This is an optimization exercise on Yosys and OpenROAD, whose aim is small area, a short achievable clock period and few clock cycles per item, not a production implementation.
In this exercise RTL edits were held to simulation tests only and were not proved equivalent to the original.

## cq32_block
module cq32_block (
    input  wire        clk,
    input  wire        rst,         
    input  wire        coef_we,
    input  wire [2:0]  coef_addr,
    input  wire [37:0] coef_data,   
    input  wire        clr,         
    input  wire        in_valid,
    output wire        in_ready,
    input  wire [1:0]  in_mode,     
    input  wire [31:0] in_x,
    output reg         out_valid,
    output reg  [31:0] out_y,
    output reg         out_acc_sat,
    output reg  [1:0]  out_sat
);
    localparam MODE_PI = 2'd0, MODE_PID = 2'd1, MODE_BQ = 2'd2, MODE_SAT = 2'd3;
    localparam OP_SIG = 3'd0, OP_Y = 3'd1, OP_S1 = 3'd2, OP_ONE = 3'd3, OP_YF = 3'd4, OP_S1F = 3'd5;
    localparam I_ZERO = 3'd0, I_S0 = 3'd1, I_S1 = 3'd2, I_R = 3'd3, I_Q = 3'd4;
    localparam F_NONE = 4'd0, F_Y = 4'd1, F_YLIM = 4'd2, F_S0LIM = 4'd3,
               F_S0SAT = 4'd4, F_S1SAT = 4'd5, F_QLD = 4'd6, F_LLD = 4'd7,
               F_HLD = 4'd8;
    reg signed [31:0] cval [0:7];
    reg        [5:0]  cshf [0:7];
    reg signed [47:0] s0, s1;
    reg signed [31:0] s2;           
    always @(posedge clk) begin
  ...
export LEC_CHECK = 0
export CAP_MARGIN = 20
export CORE_MARGIN = 2
export CORE_UTILIZATION = 50
export CTS_CLUSTER_DIAMETER = 80
export CTS_CLUSTER_SIZE = 24
export PLACE_DENSITY = 0.65
export SLEW_MARGIN = 20
create_clock -name core_clock -period 28.0 [get_ports {clk}]
standard.sh (not shown) runs the stock make flow with config.mk's settings and CLKGATE_MAP_FILE= SYNTH_SCRIPT=/design/flow/synth_recipe.tcl, a recipe that flattens the netlist after the stock synthesis.
==> flow/flow/run.sh <==
#!/bin/bash
# Layout flow: the standard flow (standard.sh) unchanged, with two
# settings for the layout steps passed through the environment:
#  - the buffers that every input and output port gets are buf_4 cells
#    (the default choice is a slow delay-buffer cell);
set -euo pipefail
export BUFFER_PORTS_ARGS="-buffer_cell sky130_fd_sc_hd__buf_4"
export SETUP_SLACK_MARGIN=21.0
bash standard.sh synth > synth.log 2>&1
bash standard.sh finish > layout.log 2>&1
The first run completed with no timing, DRC or antenna violations.
Testbench counts at the start, summed over its fixed seeds: cycles 13,072, items 3,072.
==> next run, changes <==
--- a/flow/design.v
+++ b/flow/design.v
@@ -14,22 +14,23 @@
     output reg         out_acc_sat,
     output reg  [1:0]  out_sat
 );
     localparam MODE_PI = 2'd0, MODE_PID = 2'd1, MODE_BQ = 2'd2, MODE_SAT = 2'd3;
     localparam OP_SIG = 3'd0, OP_Y = 3'd1, OP_S1 = 3'd2, OP_ONE = 3'd3, OP_YF = 3'd4, OP_S1F = 3'd5;
     localparam I_ZERO = 3'd0, I_S0 = 3'd1, I_S1 = 3'd2, I_R = 3'd3, I_Q = 3'd4;
     localparam F_NONE = 4'd0, F_Y = 4'd1, F_YLIM = 4'd2, F_S0LIM = 4'd3,
                F_S0SAT = 4'd4, F_S1SAT = 4'd5, F_QLD = 4'd6, F_LLD = 4'd7,
                F_HLD = 4'd8;
     reg signed [31:0] cval [0:7];
     reg        [5:0]  cshf [0:7];
+    reg        [31:0] y_r;          
     reg signed [47:0] s0, s1;
     reg signed [31:0] s2;           
     always @(posedge clk) begin
         if (coef_we) begin
             cval[coef_addr] <= coef_data[31:0];
             cshf[coef_addr] <= coef_data[37:32];
         end
     end
     reg signed [79:0] q;
     reg signed [47:0] hreg;
     reg               l_gt_h;
@@ -216,51 +217,52 @@
             F_Y:              begin f_accs = acc_sat; f_sat = y_hi || y_lo; end
             F_YLIM:           begin f_sat = y_hi || y_lo; end
             F_S0SAT, F_S1SAT: begin f_accs = acc_sat; f_sat = st_hi || st_lo; end
             default: ;
         endcase
     end
     wire        accs_tot = (f_first ? 1'b0 : acc_sat_r) | f_accs;
     wire [1:0]  sat_tot  = (f_first ? 2'd0 : sat_cnt) + {1'b0, f_sat};
     always @* begin
         case (d_op)
             OP_SIG:  d_opnd = {(d_dx ? dx : {ax[31], ax}), 16'd0};
-            OP_Y:    d_opnd = {out_y[31], out_y, 16'd0};
+            OP_Y:    d_opnd = {y_r[31], y_r, 16'd0};
             OP_YF:   d_opnd = {y_val[31], y_val, 16'd0};
             OP_S1:   d_opnd = {s1[47], s1};
             OP_S1F:  d_opnd = {st_val[47], st_val};
             default: d_opnd = 49'd65536;
         endcase
     end
     always @(posedge clk) begin
         m_init <= d_init; m_f <= d_f;
         m_first <= d_first; m_last <= d_last; m_k <= ckk;
         m_opnd   <= d_opnd;
         m_opnd_n <= ~d_opnd;
         b_neg <= dn; b_one <= d1; b_two <= d2;
         p <= prod;
         x_k <= m_k; x_init <= m_init;
         x_first <= m_first;
         r <= sum;
         f_first <= x_first;
         if (rdy) begin
             am <= in_mode; ax <= in_x;
         end
         if (fv) begin
             case (f_f)
-                F_Y, F_YLIM: out_y <= y_val;
+                F_Y, F_YLIM: y_r <= y_val;
                 F_QLD, F_LLD: q <= r[79:0];
                 F_HLD: begin hreg <= r[47:0]; l_gt_h <= lt_l; end    
                 default: ;
             endcase
         end
+        out_y       <= (f_f == F_Y || f_f == F_YLIM) ? y_val : y_r;
         acc_sat_r   <= accs_tot;
         sat_cnt     <= sat_tot;
         out_acc_sat <= accs_tot;
         out_sat     <= sat_tot;
         if (rst) begin
             av <= 1'b0; st <= 1'b0; e <= 3'd0;
             mv <= 1'b0; xv <= 1'b0; fv <= 1'b0;
             x_f <= F_NONE; f_f <= F_NONE; x_last <= 1'b0; f_last <= 1'b0;
             out_valid <= 1'b0;
             in_ready_r <= 1'b1;
             rdy_n      <= 1'b0;
Sequential share of layout area goes up by 0.40 points.
Worst setup slack loses 0.13 ns.
Design area goes up by 1.2%.
Fmax goes down by 1.7%.
Testbench counts after the change, summed over its fixed seeds: cycles 13,072, items 3,072.

========
cq32_block, a different RTL version from the one above (not shown whole).
For scale: about 940 flip-flops, about 120 I/O pins, about 0.088 mm² of cells after synthesis.
clock: 28.0 ns
lec_check: 0
cap_margin: 20
core_margin: 2
core_utilization: 50
place_density: 0.65
slew_margin: 20
==> flow/flow/run.sh <==
#!/bin/bash
# Layout flow: the standard flow (standard.sh) unchanged, with two
# settings for the layout steps passed through the environment:
#  - the buffers that every input and output port gets are buf_4 cells
#    (the default choice is a slow delay-buffer cell);
set -euo pipefail
export BUFFER_PORTS_ARGS="-buffer_cell sky130_fd_sc_hd__buf_4"
export SETUP_SLACK_MARGIN=20.5
bash standard.sh synth > synth.log 2>&1
bash standard.sh finish > layout.log 2>&1
The first run completed with no timing, DRC or antenna violations.
Testbench counts at the start, summed over its fixed seeds: cycles 13,072, items 3,072.
Then changed:
--- a/flow/design.v
+++ b/flow/design.v
@@ -234,24 +234,22 @@
         f_first <= x_first;
         if (rdy) begin
             am <= in_mode; ax <= in_x;
         end
         if (fv) begin
             case (f_f)
                 F_Y, F_YLIM: out_y <= y_val;
                 F_QLD, F_LLD: q <= r[79:0];
-                F_HLD: begin hreg <= r[47:0]; l_gt_h <= lt_l; end    
+                F_HLD: begin hreg <= r[47:0]; l_gt_h <= $signed(q[47:0]) > $signed(r[47:0]); end
                 default: ;
             endcase
-        end
-        acc_sat_r   <= accs_tot;
-        sat_cnt     <= sat_tot;
-        out_acc_sat <= accs_tot;
-        out_sat     <= sat_tot;
+            acc_sat_r <= accs_tot;
+            sat_cnt   <= sat_tot;
+        end
         if (rst) begin
             av <= 1'b0; st <= 1'b0; e <= 3'd0;
             mv <= 1'b0; xv <= 1'b0; fv <= 1'b0;
             x_f <= F_NONE; f_f <= F_NONE; x_last <= 1'b0; f_last <= 1'b0;
             out_valid <= 1'b0;
             in_ready_r <= 1'b1;
             rdy_n      <= 1'b0;
             lim_v <= 1'b0;
@@ -282,11 +280,15 @@
                 av <= 1'b1; st <= 1'b0;
             end
             in_ready_r <=   acc_in ? (in_mode == MODE_SAT && rdy_acc) : rdy_noacc;
             rdy_n      <= !(acc_in ? (in_mode == MODE_SAT && rdy_acc) : rdy_noacc);
             mv <= issue;
             xv <= mv; x_f <= mv ? m_f : F_NONE; x_last <= mv && m_last;
             fv <= xv; f_f <= x_f; f_last <= x_last;
             out_valid <= fv && f_last;
+            if (fv && f_last) begin
+                out_acc_sat <= accs_tot;
+                out_sat     <= sat_tot;
+            end
         end
     end
 endmodule
Non-clock buffer count decreases by 9.
Cell area went up slightly.
Core utilization rose by 0.23 points.
Worst hold slack barely changes.
Via count went up slightly.
Routed wire length shrinks slightly.
Testbench counts after the change, summed over its fixed seeds: cycles 13,072, items 3,072.

## static timing again, ports no longer ideal
The results above use ideal ports. As a check the final layouts listed here were re-extracted and re-timed, cells and wires unchanged.
Step 1 (the two cells are an assumption about what drives the block):
set clk [get_ports {clk}]
set_driving_cell -lib_cell sky130_fd_sc_hd__clkbuf_16 $clk
set_driving_cell -lib_cell sky130_fd_sc_hd__buf_2 [delete_from_list [all_inputs] $clk]
Step 2 also shifts input and output timing later by t, the mid clock arrival at the registers, as if the neighbouring blocks saw the same clock.
Slacks: ideal ports / drivers / drivers and shift; pairs: ideal ports / drivers.
run | t (ns) | slack for setup (ns) | hold slack, ns
the first run of note 1 | 0.833 | 20.911 / 20.826 / 20.510 | 0.340 / 0.340 / 0.340
the second run of note 1 | 0.844 | 20.784 / 20.784 / 20.784 | 0.335 / 0.335 / 0.335
the first run of note 2 | 0.818 | 20.543 / 20.543 / 20.205 | 0.326 / 0.326 / 0.326
the second run of note 2 | 0.831 | 20.566 / 20.566 / 19.836 | 0.327 / 0.327 / 0.327
After both steps setup and hold are still met in every run listed. The setup slack of the second run of note 2, which loses most, moves by 0.000 ns with the drivers and by -0.730 ns with both steps.
